This is an optimization exercise on Yosys and OpenROAD, whose aim is small area and a short achievable clock period, not a production implementation.
Function was checked by simulation only, so behaviour that the tests miss may differ from the original.

## d72_burst_check
module d72_burst_check (
    input  wire         clk,
    input  wire         rst,
    input  wire         beat_valid,
    input  wire [31:0]  beat_dq,
    input  wire [7:0]   beat_cb,
    input  wire [1:0]   exp_channel,
    input  wire [29:0]  exp_burst,
    input  wire [15:0]  exp_epoch,
    output reg          res_valid,
    output reg  [1:0]   res_status,
    output reg  [7:0]   res_corrected,
    output wire [511:0] res_data
);
==> flow/config.mk <==
export PLATFORM = sky130hd
export DESIGN_NAME = d72_burst_check
export DESIGN_NICKNAME = d72_burst_check
export VERILOG_FILES = /design/flow/design.v
export SDC_FILE = /design/flow/constraint.sdc
export NUM_CORES = 4
export LEC_CHECK = 0
export CAP_MARGIN = 20
export CORE_MARGIN = 2
export CORE_UTILIZATION = 45
export CTS_CLUSTER_DIAMETER = 100
export CTS_CLUSTER_SIZE = 20
export SLEW_MARGIN = 20
==> flow/constraint.sdc <==
create_clock -name core_clock -period 40.0 [get_ports {clk}]
set_input_delay 8.0000 -clock core_clock [delete_from_list [all_inputs] [get_ports {clk}]]
set_output_delay 8.0000 -clock core_clock [all_outputs]
set_load 0.01 [all_outputs]
standard.sh (not shown) runs the stock make flow with config.mk's settings and CLKGATE_MAP_FILE= SYNTH_SCRIPT=/design/flow/synth_recipe.tcl, a recipe that flattens the netlist after the stock synthesis.
==> flow/flow/run.sh <==
#!/bin/bash
# The standard layout, except:
#  - synthesis maps the logic with an area-oriented ABC script (flow/area.abc)
#    instead of ORFS's speed script; registers are mapped as in the standard
#    synthesis (same dfflibmap step, same names);
#  - port buffers are plain buf_1 cells.
set -euo pipefail
W=$(pwd)
export BUFFER_PORTS_ARGS="-buffer_cell sky130_fd_sc_hd__buf_1"
export SETUP_SLACK_MARGIN=30.7
# synthesis script: synth_recipe.tcl with ORFS's synth.tcl calling ABC with our script
sed "s#log_cmd abc {\*}\$abc_args#log_cmd abc -script $W/flow/area.abc {*}[lrange \$abc_args 2 end]#" \
    "$FLOW_HOME/scripts/synth.tcl" > "$W/synth_core.tcl"
grep -q "flow/area.abc" "$W/synth_core.tcl"
sed "s#source \$::env(SCRIPTS_DIR)/synth.tcl#source $W/synth_core.tcl#" synth_recipe.tcl > "$W/own_synth.tcl"
grep -q "synth_core.tcl" "$W/own_synth.tcl"
bash standard.sh "SYNTH_SCRIPT=$W/own_synth.tcl" synth > synth.log 2>&1
bash standard.sh "SYNTH_SCRIPT=$W/own_synth.tcl" > standard.log 2>&1
==> flow/flow/area.abc <==
strash
dch
map -a
topo
stime -c
buffer -c
upsize -c
dnsize -c
Change:
--- a/flow/flow/run.sh
+++ b/flow/flow/run.sh
@@ -8,5 +8,5 @@
 W=$(pwd)
 export BUFFER_PORTS_ARGS="-buffer_cell sky130_fd_sc_hd__buf_1"
-export SETUP_SLACK_MARGIN=30.7
+export SETUP_SLACK_MARGIN=30.8
 # synthesis script: synth_recipe.tcl with ORFS's synth.tcl calling ABC with our script
 sed "s#log_cmd abc {\*}\$abc_args#log_cmd abc -script $W/flow/area.abc {*}[lrange \$abc_args 2 end]#" \
- CTS_CLUSTER_DIAMETER: 100 -> default
- CTS_CLUSTER_SIZE: 20 -> default
Outcome:
- The changed run produced a clean layout
- cell area goes up by 14%
- clock skew goes up by 0.019 ns
- setup slack is worse by 0.0039 ns
- routed wire length goes up by 7.1%
Change:
==> flow/flow/run.sh (replaced) <==
#!/bin/bash
set -euo pipefail
export BUFFER_PORTS_ARGS="-buffer_cell sky130_fd_sc_hd__buf_1"
bash standard.sh > standard.log 2>&1
- CTS_BUF_LIST: default -> sky130_fd_sc_hd__clkbuf_8
removed: flow/flow/area.abc
The changed run went through all stages and came out clean. Cell area shrinks by 7.3%. Routed wire length shrinks by about 7%. Worst hold slack barely changes. Non-clock buffer count shrinks by 302. Die area grows by 5.2%. Worst setup slack gets worse by 0.28 ns.
Change:
==> flow/flow/run.sh (replaced) <==
#!/bin/bash
# The standard layout, except:
#  - synthesis maps the logic with an area-oriented ABC script (flow/area.abc)
#    instead of ORFS's speed script; registers are mapped as in the standard
#    synthesis (same dfflibmap step, same names);
#  - port buffers are plain buf_1 cells.
set -euo pipefail
W=$(pwd)
export BUFFER_PORTS_ARGS="-buffer_cell sky130_fd_sc_hd__buf_1"
# synthesis script: synth_recipe.tcl with ORFS's synth.tcl calling ABC with our script
sed "s#log_cmd abc {\*}\$abc_args#log_cmd abc -script $W/flow/area.abc {*}[lrange \$abc_args 2 end]#" \
    "$FLOW_HOME/scripts/synth.tcl" > "$W/synth_core.tcl"
grep -q "flow/area.abc" "$W/synth_core.tcl"
sed "s#source \$::env(SCRIPTS_DIR)/synth.tcl#source $W/synth_core.tcl#" synth_recipe.tcl > "$W/own_synth.tcl"
grep -q "synth_core.tcl" "$W/own_synth.tcl"
bash standard.sh "SYNTH_SCRIPT=$W/own_synth.tcl" synth > synth.log 2>&1
bash standard.sh "SYNTH_SCRIPT=$W/own_synth.tcl" > standard.log 2>&1
==> flow/flow/area.abc (new file) <==
strash
dch
map -a
topo
stime -c
buffer -c
upsize -c
dnsize -c
- CTS_BUF_LIST: sky130_fd_sc_hd__clkbuf_8 -> default
- CTS_CLUSTER_DIAMETER: default -> 100
- CTS_CLUSTER_SIZE: default -> 30
Outcome: The changed run passed the timing, design-rule and antenna checks. Setup slack got worse by 0.014 ns. Utilization drops by 1.9 points. Hold slack improved by 0.025 ns. Wire length drops by 0.61%. Final cell count drops by 4.6%.

[port drivers added, routing unchanged]
Ports are ideal in the flow. The routed layouts listed here were re-timed in OpenROAD.
Step 1 assumes that a clkbuf_16 drives the clock port and a buf_2 every other input.
Step 2 adds t to the input delays and takes it off the output delays; t is the mean of the earliest and latest rising clock arrival at the registers after step 1. Input paths then give back, and output paths get back, about the clock's delay inside the block.
a / b / c = ideal / step 1 / step 2; a / b = the first two.
run | t (ns) | slack for setup (ns) | worst setup path after step 2 | worst register clock-pin slew, ns | worst data-port slew with drivers (ns)
the first run | 0.657 | 30.621 / 30.556 / 31.214 | register to output | 0.09 / 0.09 | 0.04
the second run | 0.679 | 30.617 / 30.552 / 31.231 | register to output | 0.07 / 0.07 | 0.04
the third run | 0.791 | 30.338 / 30.276 / 31.067 | register to output | 0.08 / 0.08 | 0.05
the fourth run | 0.695 | 30.324 / 30.256 / 30.951 | register to output | 0.12 / 0.12 | 0.04
After both steps every run listed still meets setup and hold.
